Context: an optimization exercise on an open-source flow, tuned for small area, a short achievable clock period and few clock cycles per item. The choices shown serve that exercise and are no tape-out recipe. In this exercise RTL edits were held to simulation tests only and were not proved equivalent to the original. Power is estimated from default activity; no workload was simulated.

==> flow/design.v (outline; a module is shown in full before it is edited, if it fits) <==
// module rs68_decoder: 1209 lines
// module idior_fec_rx: 1281 lines
module idior_fec_rx (
  input  wire        clk,
  input  wire        rst,           
  input  wire        in_valid,
  output wire        in_ready,
  input  wire [63:0] in_data,       
  output wire        out_valid,
  input  wire        out_ready,
  output reg  [63:0] out_data,      
  output wire        out_last,
  output reg  [1:0]  out_fix_even,  
  output reg         out_bad_even,  
  output reg  [1:0]  out_fix_odd,
  output reg         out_bad_odd,
  output reg         out_crc_ok
);
  // ...
==> flow/flow/run.sh <==
#!/bin/bash
# The standard layout (the standard.sh, unchanged synthesis), with the
# timing repair steps asked to leave a setup margin: the design is still laid
# out and signed off at the design's clock period, but the repair keeps
# improving the critical paths beyond what that period alone requires.
set -euo pipefail
export SETUP_SLACK_MARGIN=8.4
bash standard.sh finish > standard_flow.log 2>&1
==> flow/standard.sh <==
#!/bin/bash
# synth_recipe.tcl (not shown) runs the flow's synth.tcl, then flattens the netlist and writes it again
# the make line also repeats each setting of config.mk as NAME=value (left out here)
make -C /OpenROAD-flow-scripts/flow DESIGN_CONFIG=/design/flow/config.mk WORK_HOME=/design/flow/orfs CLKGATE_MAP_FILE= SYNTH_SCRIPT=/design/flow/synth_recipe.tcl "${@:-finish}"
==> flow/config.mk <==
export PLATFORM = sky130hd
export DESIGN_NAME = idior_fec_rx
export DESIGN_NICKNAME = idior_fec_rx
export VERILOG_FILES = /design/flow/design.v
export SDC_FILE = /design/flow/constraint.sdc
export NUM_CORES = 4
export LEC_CHECK = 0
export CAP_MARGIN = 20
export CORE_MARGIN = 2
export CORE_UTILIZATION = 50
export SLEW_MARGIN = 20
==> flow/constraint.sdc <==
create_clock -name core_clock -period 12.0 [get_ports {clk}]
set_input_delay 2.4000 -clock core_clock [delete_from_list [all_inputs] [get_ports {clk}]]
set_output_delay 2.4000 -clock core_clock [all_outputs]
set_load 0.01 [all_outputs]
==> notes.md, run 1 <==
* Global Route Usage Sum at approximately a third
* Top pwr grp: combinational cells
* Slew @ Worst Pin at 1150 ps
* FF+latch area at roughly 57000 µm²
* Routed met3 length at roughly 39 mm
* Clock buffer count from CTS at about 200
* Setup CP Type: flip-flop to output pin
* Post-Syn Area per Cell at around 12 µm²
* Status: complete, no violations
* Proportion of layout cells with a drive suffix above 1 at 13.7%
* Crit path capture: out_data[36]
* Hold Crit Start: u_dec.b_s0[4]$_DFF_P_
* PortBufs at between 100 and 150
* Grt peak-use layer: met2
* Met3 usage at 6.54%
* Area growth syn-to-layout at 14.5%
* Relative slew margins at a little under a quarter
* TritonCTS clock tree: built
* Final core occ at 57.4%
* Multi-input combinational area share at 36.7%
* Place WS at between 6000 and 7000 ps
* Num rows at between 150 and 200
* Biggest regs: slot: 1408 flops, out_data: 64 flops, pf: 64 flops
* Finish-stage setup viols at 0
* Cell count along the critical path at 2
* Cell Pwr Density at between 200 and 300 nW/µm²
* Final instance area at 116000 µm²
* Layout fillers at ~17000
* Largest area contributor in the netlist: edfxtp_1
* Combinational power share at between 50% and 60%
* Buf/Inv on CP at 2
* Clock buffer count in the final layout at about 250
* Ys async rst share at 0%
* Synth Area in XOR/XNOR at 17.9%
* Syn Nets at 8640
* Final slew viol count at 0
* Most frequent cells after synthesis: edfxtp_1 (1672), xnor2_1 (1313), nand2_1 (915)
* Largest net degree at the start of global routing at 83
* Hold-fix buffers, CTS at 0
* # DRC at 0
* Top cells by area, synth: edfxtp_1 (50%), xnor2_1 (11%), dfxtp_1 (6.8%)
* Biggest register: slot
* Tot Pwr at 32.4 mW
Testbench counts, summed over its fixed seeds: cycles 6,720, items 384.
==> run 2, diff against run 1 <==
--- a/flow/flow/run.sh
+++ b/flow/flow/run.sh
@@ -4,5 +4,5 @@
 # out and signed off at the design's clock period, but the repair keeps
 # improving the critical paths beyond what that period alone requires.
 set -euo pipefail
-export SETUP_SLACK_MARGIN=8.4
+export SETUP_SLACK_MARGIN=8.5
 bash standard.sh finish > standard_flow.log 2>&1
--- a/flow/config.mk
+++ b/flow/config.mk
@@ -7,5 +7,7 @@
 export LEC_CHECK = 0
 export CAP_MARGIN = 20
 export CORE_MARGIN = 2
-export CORE_UTILIZATION = 50
+export CORE_UTILIZATION = 65
+export CTS_CLUSTER_DIAMETER = 60
+export CTS_CLUSTER_SIZE = 30
 export SLEW_MARGIN = 20
==> run 2 against run 1 <==
Critical path depth did not move; combinational power about the same; flip-flop and latch count stayed put; first-iteration DRC count up 14%; critical endpoint is now out_data[11]; largest power group unchanged; highest routed layer unchanged.
==> notes.md, run 2 <==
* Post-DRT Antenna Nets at 0
* Global-route wire length before repair at between 400 and 500 mm
* Die area at 159000 µm²
* Finish-stage setup viols at 0 (unchanged)
* EDFF count, synth at roughly 1700
* Final Hold Viols at 0
* Fmax at 264 MHz
* Biggest regs: slot: 1408 flops, out_data: 64 flops, pf: 64 flops
* Area growth syn-to-layout at 12.6%
* WL/cell at ~32 µm
* CTS root buf: clkbuf_16
* Proportion of layout cells with a drive suffix above 1 at 14.1% (+0.42 points)
* Hold-fix buffers, CTS at 0 (unchanged)
* Largest net degree at the start of global routing at 122 (+47%)
* Synthesis Warnings at 3
* Clock buffer count from CTS at 120 (-41%)
* PortBufs at 141 (unchanged)
* Fin Setup TNS at 0 ps
* Count of different cell masters after synthesis at 97
* Seq cells post-synth at 2014
* DP Wirelength at around 200 mm
* Post-synth top area share at approximately half
* Setup CP Type: flip-flop to output pin
* Vias in the first global route at slightly below 70000
* TritonCTS clock tree: built
* Commonest non-fill, non-tap cell in the layout: edfxtp_1
* Total core area at 154000 µm²
* Post-synthesis cell area at slightly above 100000 µm²
* Arr. time, crit path at roughly 1400 ps
* Hold crit path type: flip-flop to flip-flop
* RSZ-0062 raised after global routing: yes
* Critical path launch point type: flip-flop
* GPL Wtd Cong at between 0.9 and 1
* Clock Skew at 88.8 ps
* Starting Density at 65.5%
* Ys async rst share at 0% (unchanged)
* Most frequent cell after synthesis: edfxtp_1
* Total wire length at around 340 mm
* Cells after Synth at 8513
* Final core occ at 73.8% (+16 points)
* Top cells by area, synth: edfxtp_1 (50%), xnor2_1 (11%), dfxtp_1 (6.8%)
* First DRT Iteration DRCs at 11900
* Largest register FFs at 1408
* Clk latency of the worst-skew pair at around 830 ps
* # DRC at 0 (unchanged)
* Die Height at around 400 µm
* Grt ovf at 0
* Period utilization at around a third
* H-tree depth at 3
* Syn Nets at 8640 (unchanged)
* Worst IR Drop VDD at 659 µV
* Reg clk slew, reported paths at approximately 90 ps
* Biggest register: slot
* Post-Syn Area per Cell at 11.9 µm² (unchanged)
* Commonest cells after routing, fill and taps aside: edfxtp_1 (1672), xnor2_1 (1257), nand2_1 (911)
* Register area share after synthesis at 56.5%
* Die width at 398 µm
* Status: complete, no violations
* Relative slew margins at 16.9% (-6.5 points)
* Via Count at approximately 75000
* Final #Nets at roughly 8700
* Drt pass-1 iters at 8
* Worst setup EP type: output pin
* Vias per cell at between 6 and 7
* Initial antenna violation count at 29
* Final slew viol count at 0 (unchanged)
* Clock buffer depth at 3
* Leakage power at between 30 and 40 nW
* Max Fanout on Critical Path at 2
* Clk sink count at 2014
* Num rows at 144 (-13%)
* Slew @ Worst Pin at 1250 ps (+99.2 ps)
* Ys flop type: edfxtp_1
* Max-cap violations at 0
* IO Pins at roughly 140
* Cell Pwr Density at 273 nW/µm² (-2.4%)
* Global Route Usage Sum at 42.2% (+7.8 points)
* Largest area contributor in the netlist: edfxtp_1
* WP data required at around 9600 ps
* Most frequent cells after synthesis: edfxtp_1 (1672), xnor2_1 (1313), nand2_1 (915)
* Fin crit period at between 3000 and 4000 ps
run 2: cell count changes in the layout (fill, tap and decap cells not counted), sizes merged:
cell and delta:
bufbuf +14, bufinv -15, clkbuf -115, clkdlybuf4s15 +9, clkdlybuf4s50 -22, clkinv -44
clkinvlp +4, diode -1, dlymetal6s2s +2, inv +32, xnor3 +1
run 2: cell families (layout without fill, tap and decap cells):
group | Yosys count | in the layout | synth area share, %
simple gates | 2104 | 2106 | 9.14
flops | 2014 | 2014 | 56.5
xor+xnor | 1813 | 1814 | 17.9
compound gates | 1737 | 1737 | 11.9
buf+inv | 698 | 888 | 2.71
mux | 88 | 88 | 1.17
fa+ha+maj | 59 | 59 | 0.731
other cells | 0 | 9 | 0
run 2: path summary, 6_finish.rpt:
path	from	endpoint	slack [ps]	cells after the start
setup reg to reg	u_dec.a_det[0]$_DFF_P_	u_dec.b_ia[4]$_DFF_P_	8440	12
setup / recovery	out_data[11]$_SDFFE_PP0P_	out_data[11]	8210	2
hold reg to reg	u_dec.b_s0[7]$_DFF_P_	u_dec.c_s0[7]$_DFF_P_	330	0
hold / removal	u_dec.b_s0[7]$_DFF_P_	u_dec.c_s0[7]$_DFF_P_	330	0
run 2: critical path: stages, from the launching register on:
cell	delay, ps
dfxtp_2	330
buf_6	120
buf_6	110
run 2: cell type report:
| type | instances | area, µm² |
|---|---|---|
| antenna | 9 | 22.5 |
| fill | 10100 | 40500 |
| timing repair buffer | 560 | 5730 |
| inverter | 95 | 462 |
| clock inverter | 104 | 1580 |
| timing repair inverter | 5 | 53.8 |
| multi-input combinational | 5804 | 43000 |
| sequential | 2014 | 57400 |
| clock buffer | 124 | 3020 |
| tap | 2044 | 2560 |
run 2: repair_timing:
| action | 4_1_cts | 5_1_grt |
|---|---|---|
| pin swaps | 39 | 41 |
| endpoints found under the setup margin | 329 | 174 |
| buffers inserted | 114 | 61 |
| cloned | 28 | 11 |
| resized for setup | 850 | 176 |
run 2: routing by layer:
| metal | vias to the layer above | global-route usage, % | share of wire (%) |
|---|---|---|---|
| li1 | 31100 | - | - |
| met1 | 36100 | 57.6 | 35 |
| met2 | 6308 | 63.5 | 44 |
| met3 | 1081 | 11.8 | 16 |
| met4 | 40 | 18.2 | 5.3 |
| met5 | - | 0 | 0.075 |
run 2: where the power goes:
| part | internal (mW) | total (mW) | switching, mW |
|---|---|---|---|
| sequential | 8.37 | 9.19 | 0.821 |
| combinational | 7.44 | 17.0 | 9.60 |
| clock | 2.14 | 4.85 | 2.71 |
| total | 17.9 | 31.1 | 13.1 |
run 2: metrics by stage:
| step | hold slack (ps) | worst slack (ps) | total power, mW | std cells | cell area (µm²) |
|---|---|---|---|---|---|
| 4_1_cts | 330 | 8170 | 30.2 | 10700 | 112000 |
| 5_1_grt | 334 | 8190 | 32.6 | 10800 | 114000 |
| 6_report | 331 | 8210 | 31.1 | 10800 | 114000 |
| 3_3_place_gp | 312 | 6040 | 24.9 | 10300 | 105000 |
| 2_1_floorplan | 310 | 7790 | 21.3 | 8513 | 102000 |
| 3_5_place_dp | 314 | 5980 | 25.1 | 10300 | 105000 |
==> run 3, diff against run 2 <==
--- a/flow/config.mk
+++ b/flow/config.mk
@@ -8,6 +8,6 @@
 export CAP_MARGIN = 20
 export CORE_MARGIN = 2
 export CORE_UTILIZATION = 65
-export CTS_CLUSTER_DIAMETER = 60
-export CTS_CLUSTER_SIZE = 30
+export CTS_CLUSTER_DIAMETER = 70
+export CTS_CLUSTER_SIZE = 34
 export SLEW_MARGIN = 20
==> run 3 against run 2 <==
Still clean; clock-buffer cell count is 9 lower; critical path depth stayed put; die area stayed put; via count is 0.34% lower; first-iteration DRC count is 3.5% higher; maximum frequency is 1.3% higher; setup slack better by 48 ps; sequential share of layout area is 0.26 points higher.
==> notes.md, run 3 <==
* Clk sink count at 2014 (unchanged)
* Max-cap violations at 0 (unchanged)
* Total wire length at 340 mm (-0.59%)
* Area growth syn-to-layout at 12.0%
* Finish-stage setup viols at 0 (unchanged)
* Fin Setup TNS at 0 ps (unchanged)
* Layout fillers at 10200 (+0.72%)
* # DRC at 0 (unchanged)
* RSZ-0062 raised after global routing: yes
* R2r startpoint: out_data[24]$_SDFFE_PP0P_
* FF+latch area at 57400 µm² (unchanged)
* Largest register FFs at 1408 (unchanged)
* Grt ovf at 0 (unchanged)
* Crit-path slowest cell: dfxtp_2
* Relative slew margins at 17.9% (+0.96 points)
* Placed cell count at 10300 (unchanged)
* Final core occ at 73.4% (-0.38 points)
* Multi-input logic area at 42800 µm² (-0.37%)
* Global Route Usage Sum at 42.1% (-0.072 points)
* CP max stage delay at 330 ps (about the same)
* Slew @ Worst Pin at 1230 ps (-14.4 ps)
* Post-synth top area share at 49.7% (unchanged)
* Max Fanout on Critical Path at 2 (unchanged)
* TritonCTS clock tree: built
* Die Height at 398 µm (unchanged)
* Vias in the first global route at 69200 (-0.26%)
* Synthesis Warnings at 3 (unchanged)
* Starting Density at 65.5% (unchanged)
* Worst Setup SP: out_data[11]$_SDFFE_PP0P_
* GPL Wtd Cong at 0.993 (unchanged)
* Final Hold Viols at 0 (unchanged)
* Ys flop type: edfxtp_1
* Post-Syn Area per Cell at 11.9 µm² (unchanged)
* Ys async rst share at 0% (unchanged)
* WL/cell at 31.8 µm (-0.24%)
* CTS root buf: clkbuf_16
* Biggest register: slot
* PortBufs at 141 (unchanged)
* Syn Nets at 8640 (unchanged)
* Reg clk slew, reported paths at 100 ps (about the same)
* Die width at 398 µm (unchanged)
* Period utilization at 31.2% (-0.40 points)
* Setup CP Type: flip-flop to output pin
* Post-DRT Antenna Nets at 0 (unchanged)
* Hold Crit Start: u_dec.b_det0$_DFF_P_
* Clock buffer depth at 3 (unchanged)
* Final slew viol count at 0 (unchanged)
* Top cells by area, synth: edfxtp_1 (50%), xnor2_1 (11%), dfxtp_1 (6.8%)
* Seq cells post-synth at 2014 (unchanged)
* Clock Skew at 82.0 ps (-6.77 ps)
* Hold crit path type: flip-flop to flip-flop
* Fmax at 267 MHz (+1.3%)
* First DRT Iteration DRCs at 12300 (+3.5%)
* Most frequent cell after synthesis: edfxtp_1
* Leakage power at 38.1 nW (-0.71%)
* Final #Nets at 8704 (-0.26%)
* Worst IR Drop VDD at 657 µV (-0.32%)
* DP Wirelength at 205 mm (unchanged)
* Num rows at 144 (unchanged)
* Commonest non-fill, non-tap cell in the layout: edfxtp_1
* Largest area contributor in the netlist: edfxtp_1
* Largest net degree at the start of global routing at 122 (unchanged)
* Biggest regs: slot: 1408 flops, out_data: 64 flops, pf: 64 flops
* Worst setup EP type: output pin
* Critical path launch point type: flip-flop
* Non-Filler Instances at 10700 (-0.34%)
* Clock buffer count from CTS at 109 (-9.2%)
* Arr. time, crit path at 1340 ps (-50 ps)
* Global-route wire length before repair at 484 mm (-0.10%)
* Vias per cell at 6.94 (about the same)
* IO Pins at 142 (unchanged)
* Worst reg-to-reg setup slack at 8450 ps (about the same)
* Status: complete, no violations
* H-tree depth at 3 (unchanged)
* EDFF count, synth at 1672 (unchanged)
* Commonest cells after routing, fill and taps aside: edfxtp_1 (1672), xnor2_1 (1258), nand2_1 (911)
* WP data required at 9600 ps (about the same)
* Hold-fix buffers, CTS at 0 (unchanged)
* Cell mode on critical path: buf_6
* Fin crit period at 3740 ps (-48.4 ps)
* Proportion of layout cells with a drive suffix above 1 at 13.6% (-0.49 points)
* Worst path cell trace: buf_6 > buf_6
* Count of different cell masters after synthesis at 97 (unchanged)
* Post-synthesis cell area at 101000 µm² (unchanged)
* Register area share after synthesis at 56.5% (unchanged)
* Clk latency of the worst-skew pair at 800 ps (-30 ps)
* Total core area at 154000 µm² (unchanged)
* Most frequent cells after synthesis: edfxtp_1 (1672), xnor2_1 (1313), nand2_1 (915)
* Via Count at 74400 (-0.34%)
* Drt pass-1 iters at 9 (+1)
* Die area at 159000 µm² (unchanged)
* Cells after Synth at 8513 (unchanged)
* Initial antenna violation count at 33 (+14%)
* Cell Pwr Density at 272 nW/µm² (-0.39%)
[run 3: routing by layer]
| metal | global-route usage (%) | vias up | part of all wire, % | routed length, µm |
|---|---|---|---|---|
| met5 | 0 | - | 0.060 | 205 |
| met2 | 64.2 | 6201 | 44 | 151000 |
| met4 | 17.0 | 32 | 5.0 | 17100 |
| met1 | 58.0 | 36100 | 35 | 120000 |
| met3 | 10.8 | 1030 | 15 | 52000 |
| li1 | - | 31000 | - | - |
[run 3: timing repair]
action                                  4_1_cts  5_1_grt
buffers inserted                            117       49
resized for setup                           853      155
gates cloned                                 28        8
endpoints found under the setup margin      359      174
pin swaps                                    38       42
[run 3: kinds of logic (layout without fill, tap and decap cells)]
logic type	after synthesis	count (layout)	share of synthesized area (%)
AOI/OAI and AO/OA	1737	1737	11.9
muxes	88	88	1.17
buffers and inverters	698	855	2.71
other	0	6	0
adders and majority gates	59	59	0.731
xor gates and xnor gates	1813	1813	17.9
DFF	2014	2014	56.5
and+or+nand+nor	2104	2106	9.14
[run 3: final timing paths]
check | to | cells past startpoint
worst max-delay path | out_data[11] | 2
worst min register to register | u_dec.c_det0$_DFF_P_ | 0
worst min-delay path | u_dec.c_det0$_DFF_P_ | 0
worst max register to register | out_crc_ok$_SDFFE_PP0P_ | 8
[run 3: worst max-delay path: cells and delay by family, from the launching register on]
family   cells  cell delay [ps]
buf+inv      2              240
flops        1              330
[run 3: where the power goes]
part           internal (mW)  switching, mW
Sequential              8.37          0.831
Clock                   1.99           2.64
Combinational           7.44           9.52
[run 3: through the flow]
step / setup slack (ps) / cell area [µm²] / hold WS, ps / power (mW)
2_1_floorplan: 7790 / 102000 / 310 / 21.3
3_3_place_gp: 6040 / 105000 / 312 / 24.9
3_5_place_dp: 5980 / 105000 / 314 / 25.1
4_1_cts: 8230 / 112000 / 334 / 30.0
5_1_grt: 8240 / 113000 / 334 / 32.3
6_report: 8260 / 113000 / 331 / 30.8
[run 3: cell type report]
class	count	area share [%]
well taps	2044	2.26
inverters	95	0.427
clock inverters	91	1.26
diodes	6	0.0133
clock buffers	115	2.47
repair buffers	549	5.00
flip-flops and latches	2014	50.7
multi-input cells	5803	37.8
repair inverters	5	0.0453
==> run 4, diff against run 3 <==
==> flow/config.mk (replaced) <==
export PLATFORM = sky130hd
export DESIGN_NAME = idior_fec_rx
export DESIGN_NICKNAME = idior_fec_rx
export VERILOG_FILES = /design/flow/design.v
export SDC_FILE = /design/flow/constraint.sdc
export NUM_CORES = 4
export LEC_CHECK = 0
export CAP_MARGIN = 5
export CORE_MARGIN = 2
export CORE_UTILIZATION = 65
export CTS_CLUSTER_DIAMETER = 60
export CTS_CLUSTER_SIZE = 30
export SLEW_MARGIN = 5
==> run 4 against run 3 <==
Flip-flop and latch count did not move; total power up 1.0%; critical path depth unchanged; synthesized cell count unchanged.
==> notes.md, run 4 <==
* Part of the power in registers at 29.6% (-0.3 points)
* Finish-stage setup viols at 0 (unchanged)
* CTS root buf: clkbuf_16
* Top cells by area, synth: edfxtp_1 (50%), xnor2_1 (11%), dfxtp_1 (6.8%)
* Clock Skew at 98.1 ps (+16.1 ps)
* Post-synthesis cell area at 101000 µm² (unchanged)
* Ys flop type: edfxtp_1
* Largest area contributor in the netlist: edfxtp_1
* Worst setup EP type: output pin
* Arr. time, crit path at 1420 ps (+80 ps)
* Placed cell count at 10300 (unchanged)
* Hold crit path type: flip-flop to flip-flop
* Cells after Synth at 8513 (unchanged)
* Leakage power at 38.3 nW (+0.61%)
* Reg clk slew, reported paths at 100 ps (about the same)
* FF+latch area at 57400 µm² (about the same)
* Placed Area at 105000 µm² (about the same)
* Die width at 398 µm (unchanged)
* CP max stage delay at 330 ps (about the same)
* PortBufs at 141 (unchanged)
* Met3 usage at 12.0% (+1.2 points)
* Tot Pwr at 31.1 mW (+1.0%)
* Biggest regs: slot: 1408 flops, out_data: 64 flops, pf: 64 flops
* Place WS at 6000 ps (+20.6 ps)
* Biggest register: slot
* Fin Setup TNS at 0 ps (unchanged)
* Die area at 159000 µm² (unchanged)
* Area growth syn-to-layout at 12.6%
* Clock buffer count from CTS at 119 (+9.2%)
* P_int at 18.0 mW (+1.1%)
* Largest register FFs at 1408 (unchanged)
* Most frequent cell after synthesis: edfxtp_1
* Grt ovf at 0 (unchanged)
* Critical path launch point type: flip-flop
* Clock power frac at 15.7% (+0.7 points)
* Global Route Usage Sum at 42.2% (+0.15 points)
* Relative slew margins at 15.1% (-2.8 points)
* Final Hold Viols at 0 (unchanged)
* WL/cell at 31.8 µm (about the same)
* Initial antenna violation count at 35 (+6.1%)
* Max Fanout on Critical Path at 2 (unchanged)
* # DRC at 0 (unchanged)
* Die Height at 398 µm (unchanged)
* Drt pass-1 iters at 9 (unchanged)
* Clk sink count at 2014 (unchanged)
* Count of different cell masters after synthesis at 97 (unchanged)
* Largest net degree at the start of global routing at 122 (unchanged)
* Non-Filler Instances at 10800 (+0.32%)
* Synthesis Warnings at 3 (unchanged)
* Hold-fix buffers, CTS at 0 (unchanged)
* RSZ-0062 raised after global routing: yes
* Final core occ at 73.7% (+0.36 points)
* Global-route wire length before repair at 485 mm (+0.22%)
* Max-cap violations at 0 (unchanged)
* Post-synth top area share at 49.7% (unchanged)
* DP Wirelength at 206 mm (+0.13%)
* H-tree depth at 3 (unchanged)
* GPL Wtd Cong at 0.993 (unchanged)
* Syn Nets at 8640 (unchanged)
* Clk latency of the worst-skew pair at 850 ps (+50 ps)
* Fin Hold WS at 291 ps (-40.2 ps)
* Worst IR Drop VDD at 663 µV (+1.0%)
* Final instance area at 114000 µm² (+0.49%)
* Grt peak-use layer: met2
* Final slew viol count at 0 (unchanged)
* Period utilization at 31.8% (+0.67 points)
* Via Count at 74700 (+0.36%)
* WP data required at 9600 ps (about the same)
* Total core area at 154000 µm² (unchanged)
* EDFF count, synth at 1672 (unchanged)
* Grt met2 use at 63.8% (-0.35 points)
* Worst reg-to-reg setup slack at 8470 ps (+20 ps)
* Fin crit period at 3820 ps (+80.8 ps)
* Starting Density at 65.5% (unchanged)
* Most frequent cells after synthesis: edfxtp_1 (1672), xnor2_1 (1313), nand2_1 (915)
* Commonest cells after routing, fill and taps aside: edfxtp_1 (1672), xnor2_1 (1252), nand2_1 (912)
* GR Util met1 at 57.4% (-0.54 points)
* Vias per cell at 6.94 (about the same)
* Clock buffer depth at 3 (unchanged)
* Cell Pwr Density at 274 nW/µm² (+0.51%)
* Vias in the first global route at 69500 (+0.47%)
* Cell mode on critical path: buf_6
* Setup slack after layout at 8180 ps (-80.8 ps)
* Worst path cell trace: buf_6 > buf_6
* Switch share at 42.1% (-0.056 points)
* Final #Nets at 8723 (+0.22%)
* Total wire length at 342 mm (+0.40%)
* Post-DRT Antenna Nets at 0 (unchanged)
* Register area share after synthesis at 56.5% (unchanged)
* Num rows at 144 (unchanged)
* Proportion of layout cells with a drive suffix above 1 at 13.9% (+0.33 points)
* Fmax at 262 MHz (-2.1%)
* First DRT Iteration DRCs at 12100 (-1.7%)
* Crit-path slowest cell: dfxtp_2
* Layout fillers at 10100 (-1.2%)
* Ys async rst share at 0% (unchanged)
* TritonCTS clock tree: built
* Commonest non-fill, non-tap cell in the layout: edfxtp_1
* Status: complete, no violations
* Multi-input logic area at 42900 µm² (+0.31%)
* Net Sw Power at 13.1 mW (+0.87%)
* Combinational power share at 54.8% (-0.3 points)
* IO Pins at 142 (unchanged)
* Slew @ Worst Pin at 1270 ps (+41.4 ps)
* Seq cells post-synth at 2014 (unchanged)
* Post-Syn Area per Cell at 11.9 µm² (unchanged)
* Setup CP Type: flip-flop to output pin
[run 4: cell counts after synthesis]
No cell type changed its count.
[run 4: kinds of logic (layout without fill, tap and decap cells)]
kind of cell,after synthesis,count (layout),share of synthesized area (%)
XOR/XNOR,1813,1813,17.9
AND/OR/NAND/NOR,2104,2106,9.14
buffers and inverters,698,884,2.71
adder cells (fa/ha/maj),59,59,0.731
multiplexers,88,88,1.17
AO/OA/AOI/OAI,1737,1737,11.9
other,0,11,0
flip-flops,2014,2014,56.5
[run 4: per-layer routing]
layer / vias up / routed length (µm)
li1: 31100 / -
met1: 36200 / 121000
met2: 6259 / 151000
met3: 1118 / 51400
met4: 46 / 18400
met5: - / 310
[run 4: layout make-up]
type	instances	share of cell area, %
Sequential cell	2014	50.5
Timing Repair Buffer	558	5.03
Antenna cell	11	0.0242
Tap cell	2044	2.25
Clock buffer	124	2.64
Timing Repair inverter	5	0.0451
Inverter	95	0.417
Clock inverter	102	1.38
Multi-Input combinational cell	5803	37.7
[run 4: power groups by stage]
stage / Combinational, mW / Clock, mW / Sequential, mW
after floorplan: 12.5 / 0 / 8.74
after detailed placement: 15.8 / 0 / 9.34
after CTS: 16.2 / 4.86 / 9.16
after global routing: 18.2 / 5.12 / 9.23
final: 17.0 / 4.87 / 9.20
after global placement: 15.6 / 0 / 9.33
[run 4: worst paths after layout]
| path | start | to | cells after the start |
|---|---|---|---|
| min reg2reg | u_dec.b_szero$_DFF_P_ | u_dec.c_szero$_DFF_P_ | 0 |
| max | out_data[11]$_SDFFE_PP0P_ | out_data[11] | 2 |
| max reg2reg | u_dec.a_det[6]$_DFF_P_ | u_dec.b_ia[0]$_DFF_P_ | 14 |
| min | u_dec.b_szero$_DFF_P_ | u_dec.c_szero$_DFF_P_ | 0 |
[run 4: worst max-delay path, delay by kind of cell, from the launching register on]
| family | cells | cell delay [ps] |
|---|---|---|
| flip-flops | 1 | 330 |
| buffers and inverters | 2 | 250 |
[run 4: what timing repair did]
action	4_1_cts	5_1_grt
setup buffers	115	61
resized for setup	861	176
cloned	29	7
pin swaps	36	35
endpoints found under the setup margin	329	178
==> run 5, diff against run 4 <==
--- a/flow/flow/run.sh
+++ b/flow/flow/run.sh
@@ -4,5 +4,5 @@
 # out and signed off at the design's clock period, but the repair keeps
 # improving the critical paths beyond what that period alone requires.
 set -euo pipefail
-export SETUP_SLACK_MARGIN=8.5
+export SETUP_SLACK_MARGIN=8.3
 bash standard.sh finish > standard_flow.log 2>&1
==> flow/config.mk (replaced) <==
export PLATFORM = sky130hd
export DESIGN_NAME = idior_fec_rx
export DESIGN_NICKNAME = idior_fec_rx
export VERILOG_FILES = /design/flow/design.v
export SDC_FILE = /design/flow/constraint.sdc
export NUM_CORES = 4
export LEC_CHECK = 0
export CAP_MARGIN = 20
export CORE_MARGIN = 2
export CORE_UTILIZATION = 65
export CTS_CLUSTER_DIAMETER = 70
export CTS_CLUSTER_SIZE = 34
export SLEW_MARGIN = 20
==> run 5 against run 4 <==
Still clean on timing, DRC and antenna; synthesized area unchanged; total power down 2.5%; worst hold slack better by 41 ps; sequential power down 0.7%; register-to-register slack worse by 280 ps; largest cell class unchanged.
==> notes.md, run 5 <==
* Register area share after synthesis at 56.5% (unchanged)
* Syn Nets at 8640 (unchanged)
* Finish-stage setup viols at 0 (unchanged)
* Ys async rst share at 0% (unchanged)
* Clk sink count at 2014 (unchanged)
* Final slew viol count at 0 (unchanged)
* Hold-fix buffers, CTS at 0 (unchanged)
* P_int at 17.5 mW (-3.1%)
* First DRT Iteration DRCs at 11200 (-7.7%)
* Leakage power at 37.4 nW (-2.3%)
* Hold crit path type: flip-flop to flip-flop
* Max-cap violations at 0 (unchanged)
* Place WS at 6360 ps (+359 ps)
* Period utilization at 31.7% (-0.13 points)
* Total wire length at 339 mm (-0.93%)
* PortBufs at 141 (unchanged)
* Area growth syn-to-layout at 10.5%
* Global Route Usage Sum at 41.8% (-0.39 points)
* WL/cell at 31.7 µm (-0.33%)
* Worst IR Drop VDD at 694 µV (+4.6%)
* DP Wirelength at 204 mm (-0.94%)
* H-tree depth at 3 (unchanged)
* Grt ovf at 0 (unchanged)
* Post-DRT Antenna Nets at 0 (unchanged)
* Status: complete, no violations
* Final instance area at 112000 µm² (-1.8%)
* EDFF count, synth at 1672 (unchanged)
* Switch share at 42.4% (+0.32 points)
* Seq cells post-synth at 2014 (unchanged)
* IO Pins at 142 (unchanged)
* TritonCTS clock tree: built
* Cells after Synth at 8513 (unchanged)
* Fin Setup TNS at 0 ps (unchanged)
* Relative slew margins at 19.7% (+4.6 points)
* Most frequent cells after synthesis: edfxtp_1 (1672), xnor2_1 (1313), nand2_1 (915)
* Largest net degree at the start of global routing at 120 (-1.6%)
* Post-synthesis cell area at 101000 µm² (unchanged)
* # DRC at 0 (unchanged)
* Top cells by area, synth: edfxtp_1 (50%), xnor2_1 (11%), dfxtp_1 (6.8%)
* Commonest non-fill, non-tap cell in the layout: edfxtp_1
* Combinational power share at 55.2% (+0.4 points)
* WP data required at 12680 ps (+3080 ps)
* Tot Pwr at 30.3 mW (-2.5%)
* Starting Density at 65.5% (unchanged)
* Die area at 159000 µm² (unchanged)
* Die Height at 398 µm (unchanged)
* Layout fillers at 10400 (+2.9%)
* Biggest regs: slot: 1408 flops, out_data: 64 flops, pf: 64 flops
* Total core area at 154000 µm² (unchanged)
* Die width at 398 µm (unchanged)
* Clock buffer depth at 3 (unchanged)
* Final #Nets at 8666 (-0.65%)
* Worst setup EP type: flip-flop
* Part of the power in registers at 30.1% (+0.5 points)
* Clock power frac at 14.6% (-1.1 points)
* FF+latch area at 57400 µm² (about the same)
* Net Sw Power at 12.9 mW (-1.8%)
* Reg clk slew, reported paths at 110 ps (about the same)
* Fin Hold WS at 332 ps (+41.1 ps)
* RSZ-0062 raised after global routing: yes
* Clock buffer count from CTS at 104 (-13%)
* Post-Syn Area per Cell at 11.9 µm² (unchanged)
* Num rows at 144 (unchanged)
* Cell Pwr Density at 271 nW/µm² (-0.74%)
* Setup CP Type: flip-flop to flip-flop
* Ys flop type: edfxtp_1
* Synthesis Warnings at 3 (unchanged)
* Setup slack after layout at 8190 ps (+15.4 ps)
* Post-synth top area share at 49.7% (unchanged)
* Via Count at 73700 (-1.3%)
* Count of different cell masters after synthesis at 97 (unchanged)
* Final Hold Viols at 0 (unchanged)
* Most frequent cell after synthesis: edfxtp_1
* Placed Area at 105000 µm² (about the same)
* Multi-input logic area at 42300 µm² (-1.5%)
* CTS root buf: clkbuf_16
* Commonest cells after routing, fill and taps aside: edfxtp_1 (1672), xnor2_1 (1279), nand2_1 (912)
* Fin crit period at 3810 ps (-15.4 ps)
* Critical path launch point type: flip-flop
* Max Fanout on Critical Path at 7 (+5)
* Proportion of layout cells with a drive suffix above 1 at 12.3% (-1.7 points)
* Drt pass-1 iters at 6 (-3)
* Largest register FFs at 1408 (unchanged)
* GPL Wtd Cong at 0.998 (+0.44%)
* Global-route wire length before repair at 483 mm (-0.48%)
* Biggest register: slot
* Arr. time, crit path at 4480 ps (+3060 ps)
* Slew @ Worst Pin at 1200 ps (-68.4 ps)
* Initial antenna violation count at 27 (-23%)
* Vias per cell at 6.89 (-0.73%)
* Fmax at 263 MHz (+0.41%)
* Largest area contributor in the netlist: edfxtp_1
* Vias in the first global route at 69400 (-0.27%)
* Clk latency of the worst-skew pair at 780 ps (-70 ps)
* Clock Skew at 72.0 ps (-26.1 ps)
-- run 5: power groups by stage --
stage	sequential, mW	combinational, mW	clock (mW)
after floorplan	8.74	12.5	0
after global placement	9.28	15.9	0
after detailed placement	9.29	16.0	0
after global routing	9.19	18.0	4.67
after CTS	9.11	16.3	4.44
final	9.14	16.7	4.44
-- run 5: metrics by stage --
stage / utilization, % / instances
2_1_floorplan: - / 8513
3_3_place_gp: 68.1 / 10300
3_5_place_dp: 68.1 / 10300
4_1_cts: 71.9 / 10600
5_1_grt: 72.4 / 10700
6_report: 72.4 / 10700
-- run 5: what timing repair did --
action | in CTS | in global routing
resized for setup | 690 | 107
endpoints found under the setup margin | 275 | 81
gates cloned | 18 | 9
buffers inserted | 94 | 34
pin swaps | 29 | 21
-- run 5: path summary, 6_finish.rpt --
check	from	end	slack [ps]	depth (start not counted)
setup / recovery	out_data[8]$_SDFFE_PP0P_	out_crc_ok$_SDFFE_PP0P_	8190	9
hold / removal	u_dec.b_s0[4]$_DFF_P_	u_dec.c_s0[4]$_DFF_P_	330	0
setup reg to reg	out_data[8]$_SDFFE_PP0P_	out_crc_ok$_SDFFE_PP0P_	8190	9
hold reg to reg	u_dec.b_s0[4]$_DFF_P_	u_dec.c_s0[4]$_DFF_P_	330	0
-- run 5: critical path: stages, from the launching register on --
cell,delay (ps)
dfxtp_4,360
buf_4,140
xnor2_2,740
xnor3_1,600
xor2_1,280
xnor3_1,280
xnor2_1,560
nand4_1,250
nor4_1,290
a32o_1,200
-- run 5: area by class of cell --
class | count | share of cell area [%]
Tap cell | 2044 | 2.29
Timing Repair Buffer | 516 | 4.41
Clock inverter | 87 | 1.16
Antenna cell | 20 | 0.0448
Multi-Input combinational cell | 5803 | 37.9
Sequential cell | 2014 | 51.4
Timing Repair inverter | 5 | 0.0414
Inverter | 95 | 0.402
Clock buffer | 107 | 2.40
-- run 5: routing by layer --
layer	up-vias	part of all wire, %	track usage, %
met4	22	5.7	19.2
li1	31000	-	-
met5	-	0.040	0
met2	5824	45	64.6
met3	1118	14	10.7
met1	35700	35	56.0
-- run 5: cells by family after synthesis --
group                      count (synthesis)  synth area share [%]
and+or+nand+nor                         2104                  9.14
DFF                                     2014                  56.5
xor gates and xnor gates                1813                  17.9
AOI/OAI and AO/OA                       1737                  11.9
buffers and inverters                    698                  2.71
muxes                                     88                  1.17
adders and majority gates                 59                 0.731
==> run 6, diff against run 5 <==
--- a/flow/flow/run.sh
+++ b/flow/flow/run.sh
@@ -4,5 +4,5 @@
 # out and signed off at the design's clock period, but the repair keeps
 # improving the critical paths beyond what that period alone requires.
 set -euo pipefail
-export SETUP_SLACK_MARGIN=8.3
+export SETUP_SLACK_MARGIN=8.7
 bash standard.sh finish > standard_flow.log 2>&1
--- a/flow/config.mk
+++ b/flow/config.mk
@@ -8,6 +8,6 @@
 export CAP_MARGIN = 20
 export CORE_MARGIN = 2
 export CORE_UTILIZATION = 65
-export CTS_CLUSTER_DIAMETER = 70
-export CTS_CLUSTER_SIZE = 34
+export CTS_CLUSTER_DIAMETER = 66
+export CTS_CLUSTER_SIZE = 32
 export SLEW_MARGIN = 20
==> run 6 against run 5 <==
Sequential share of layout area shrank 1.8 points; register-to-register slack gained 310 ps; cell count grew 1.5%; setup slack gained 44 ps; die area is the same; clock power is essentially flat; clock skew grew 16 ps; largest power group unchanged.
==> notes.md, run 6 <==
* Status: complete, no violations
* Fin Setup TNS at 0 ps (unchanged)
* Hold crit path type: flip-flop to flip-flop
* IO Pins at 142 (unchanged)
* Die Height at 398 µm (unchanged)
* Vias per cell at 7.05 (+2.3%)
* Arr. time, crit path at 1360 ps (-3120 ps)
* Finish-stage setup viols at 0 (unchanged)
* Register area share after synthesis at 56.5% (unchanged)
* Fin Hold WS at 330 ps (-2.36 ps)
* Buf/Inv on CP at 2 (+1)
* Num rows at 144 (unchanged)
* Max Fanout on Critical Path at 2 (-5)
* Post-synth top area share at 49.7% (unchanged)
* Commonest cells after routing, fill and taps aside: edfxtp_1 (1672), xnor2_1 (1204), nand2_1 (900)
* Initial antenna violation count at 27 (unchanged)
* RSZ-0062 raised after global routing: yes
* Ys flop type: edfxtp_1
* Slew @ Worst Pin at 1220 ps (+16.3 ps)
* Clock Skew at 88.0 ps (+15.9 ps)
* Relative slew margins at 18.4% (-1.3 points)
* Largest register FFs at 1408 (unchanged)
* Final #Nets at 8837 (+2.0%)
* Synthesis Warnings at 3 (unchanged)
* PortBufs at 141 (unchanged)
* Most frequent cell after synthesis: edfxtp_1
* Clk latency of the worst-skew pair at 800 ps (+20 ps)
* Biggest register: slot
* EDFF count, synth at 1672 (unchanged)
* Top cells by area, synth: edfxtp_1 (50%), xnor2_1 (11%), dfxtp_1 (6.8%)
* # DRC at 0 (unchanged)
* Period utilization at 31.4% (-0.36 points)
* Cells after Synth at 8513 (unchanged)
* Worst Setup SP: out_data[57]$_SDFFE_PP0P_
* R2r startpoint: rsel[8]$_SDFFE_PP0P_
* H-tree depth at 3 (unchanged)
* WL/cell at 32.9 µm (+3.7%)
* Total core area at 154000 µm² (unchanged)
* Starting Density at 65.5% (unchanged)
* Hold-fix buffers, CTS at 0 (unchanged)
* Commonest non-fill, non-tap cell in the layout: edfxtp_1
* Total wire length at 357 mm (+5.3%)
* Fmax at 266 MHz (+1.2%)
* Global-route wire length before repair at 500 mm (+3.6%)
* Clock buffer depth at 3 (unchanged)
* Seq cells post-synth at 2014 (unchanged)
* Final instance area at 116000 µm² (+3.6%)
* Global Route Usage Sum at 43.5% (+1.7 points)
* Final Hold Viols at 0 (unchanged)
* Post-Syn Area per Cell at 11.9 µm² (unchanged)
* DP Wirelength at 208 mm (+2.1%)
* Grt ovf at 0 (unchanged)
* Crit-path slowest cell: dfxtp_2
* Vias in the first global route at 71500 (+3.0%)
* Fin crit period at 3760 ps (-43.6 ps)
* Proportion of layout cells with a drive suffix above 1 at 16.0% (+3.8 points)
* Die area at 159000 µm² (unchanged)
* WP data required at 9600 ps (-3080 ps)
* Critical path launch point type: flip-flop
* Post-synthesis cell area at 101000 µm² (unchanged)
* Setup CP Type: flip-flop to output pin
* Die width at 398 µm (unchanged)
* Most frequent cells after synthesis: edfxtp_1 (1672), xnor2_1 (1313), nand2_1 (915)
* Placed Area at 105000 µm² (+0.16%)
* Via Count at 76500 (+3.8%)
* Syn Nets at 8640 (unchanged)
* Layout fillers at 9687 (-6.5%)
* Post-DRT Antenna Nets at 0 (unchanged)
* Clk sink count at 2014 (unchanged)
* Final slew viol count at 0 (unchanged)
* CP max stage delay at 350 ps (-390 ps)
* Worst IR Drop VDD at 857 µV (+23%)
* TritonCTS clock tree: built
* Count of different cell masters after synthesis at 97 (unchanged)
* Cell Pwr Density at 271 nW/µm² (-0.35%)
* Ys async rst share at 0% (unchanged)
* Worst setup EP type: output pin
* First DRT Iteration DRCs at 12800 (+14%)
* Leakage power at 39.3 nW (+5.1%)
* Area growth syn-to-layout at 14.5%
* Max-cap violations at 0 (unchanged)
* Largest net degree at the start of global routing at 118 (-1.7%)
* GPL Wtd Cong at 0.996 (-0.17%)
* Worst path cell trace: buf_12 > buf_6
* Largest area contributor in the netlist: edfxtp_1
* CP delay by family, top: flip-flops
* Hold Crit Start: u_dec.b_s0[6]$_DFF_P_
* Reg clk slew, reported paths at 110 ps (about the same)
* Drt pass-1 iters at 8 (+2)
* Biggest regs: slot: 1408 flops, out_data: 64 flops, pf: 64 flops
* CTS root buf: clkbuf_16
* Clock buffer count from CTS at 106 (+1.9%)
==> run 6: per-stage QoR <==
step / cells / total power [mW] / utilization [%] / worst slack [ps]
after global routing: 10800 / 32.8 / 75.0 / 8220
after detailed placement: 10300 / 25.2 / 68.3 / 5950
after floorplan: 8513 / 21.3 / - / 7800
final: 10900 / 31.3 / 75.0 / 8240
after global placement: 10300 / 25.0 / 68.3 / 5970
after CTS: 10700 / 30.1 / 73.6 / 8200
==> run 6: area by class of cell <==
cell class	count	area, µm²	share of cell area [%]
sequential	2014	57400	49.6
multi-input combinational	5804	43900	37.9
timing repair buffer	683	7400	6.40
clock buffer	116	2750	2.38
tap	2044	2560	2.21
clock inverter	80	1120	0.969
inverter	95	488	0.422
timing repair inverter	6	65.1	0.0562
antenna	12	30.0	0.0260
==> run 6: layer usage <==
metal  share of wire, %  wire length (µm)  GRT usage, %
met5              0.058               208             0
met4                6.4             22700          21.9
met3                 15             54200          12.4
met2                 44            157000          66.0
met1                 34            122000          57.7
==> run 6: repair_timing <==
item	in CTS	in global routing
setup endpoints to repair	436	220
setup buffers	169	101
resized for setup	1054	259
pin swaps	66	85
cloned	44	7
==> run 6: path summary, 6_finish.rpt <==
| kind | end | slack [ps] | cells past startpoint |
|---|---|---|---|
| max reg2reg | pf[31]$_DFFE_PP_ | 8500 | 6 |
| max | out_data[57] | 8240 | 2 |
| min reg2reg | u_dec.c_s0[6]$_DFF_P_ | 330 | 0 |
| min | u_dec.c_s0[6]$_DFF_P_ | 330 | 0 |
==> run 6: cells by family (layout without fill, tap and decap cells) <==
| kind of cell | Yosys count | count (layout) | synth area share (%) |
|---|---|---|---|
| AOI/OAI and AO/OA | 1737 | 1738 | 11.9 |
| xor gates and xnor gates | 1813 | 1813 | 17.9 |
| adders and majority gates | 59 | 59 | 0.731 |
| buffers and inverters | 698 | 980 | 2.71 |
| DFF | 2014 | 2014 | 56.5 |
| muxes | 88 | 88 | 1.17 |
| other | 0 | 12 | 0 |
| and+or+nand+nor | 2104 | 2106 | 9.14 |
==> run 6: report_power, final <==
group	switching (mW)	internal, mW	leakage (nW)
Sequential	0.789	8.37	18.1
Clock	2.51	1.92	1.85
Combinational	9.89	7.82	19.4
==> run 6: worst register-to-register path: stages, from the launching register on <==
cell and delay, ps:
dfxtp_4 500, buf_4 400, buf_4 420, a221oi_1 380, nand3_1 130, nor2_1 200
nand4_1 870

-- afterwards: timing with drivers on the ports --
The results above use ideal ports. As a check the final layouts listed here were re-extracted and re-timed, cells and wires unchanged.
Step 1, drivers: a clkbuf_16 drives clk and a buf_2 each remaining input, both assumed.
Step 2 adds t to the input delays and takes it off the output delays; t is the mean of the earliest and latest rising clock arrival at the registers after step 1. Input paths then give back, and output paths get back, about the clock's delay inside the block.
Three values: no drivers, after step 1, after step 2; two values: the first two.
run | shift t [ns] | setup slack, ns | worst setup path after step 2 | slew at the worst register clock pin (ns)
run 1 | 0.947 | 8.178 / 8.087 / 7.453 | input to register | 0.08 / 0.08
run 2 | 0.870 | 8.211 / 8.130 / 7.606 | input to register | 0.11 / 0.11
run 3 | 0.864 | 8.260 / 8.168 / 7.635 | input to register | 0.12 / 0.12
run 4 | 0.881 | 8.179 / 8.094 / 7.564 | input to register | 0.11 / 0.11
run 5 | 0.849 | 8.194 / 8.164 / 7.464 | input to register | 0.12 / 0.12
run 6 | 0.848 | 8.238 / 8.146 / 7.672 | input to register | 0.12 / 0.12
After both steps setup and hold are still met in every run listed. The setup slack of run 5, which loses most, moves by -0.030 ns with the drivers and by -0.730 ns with both steps.
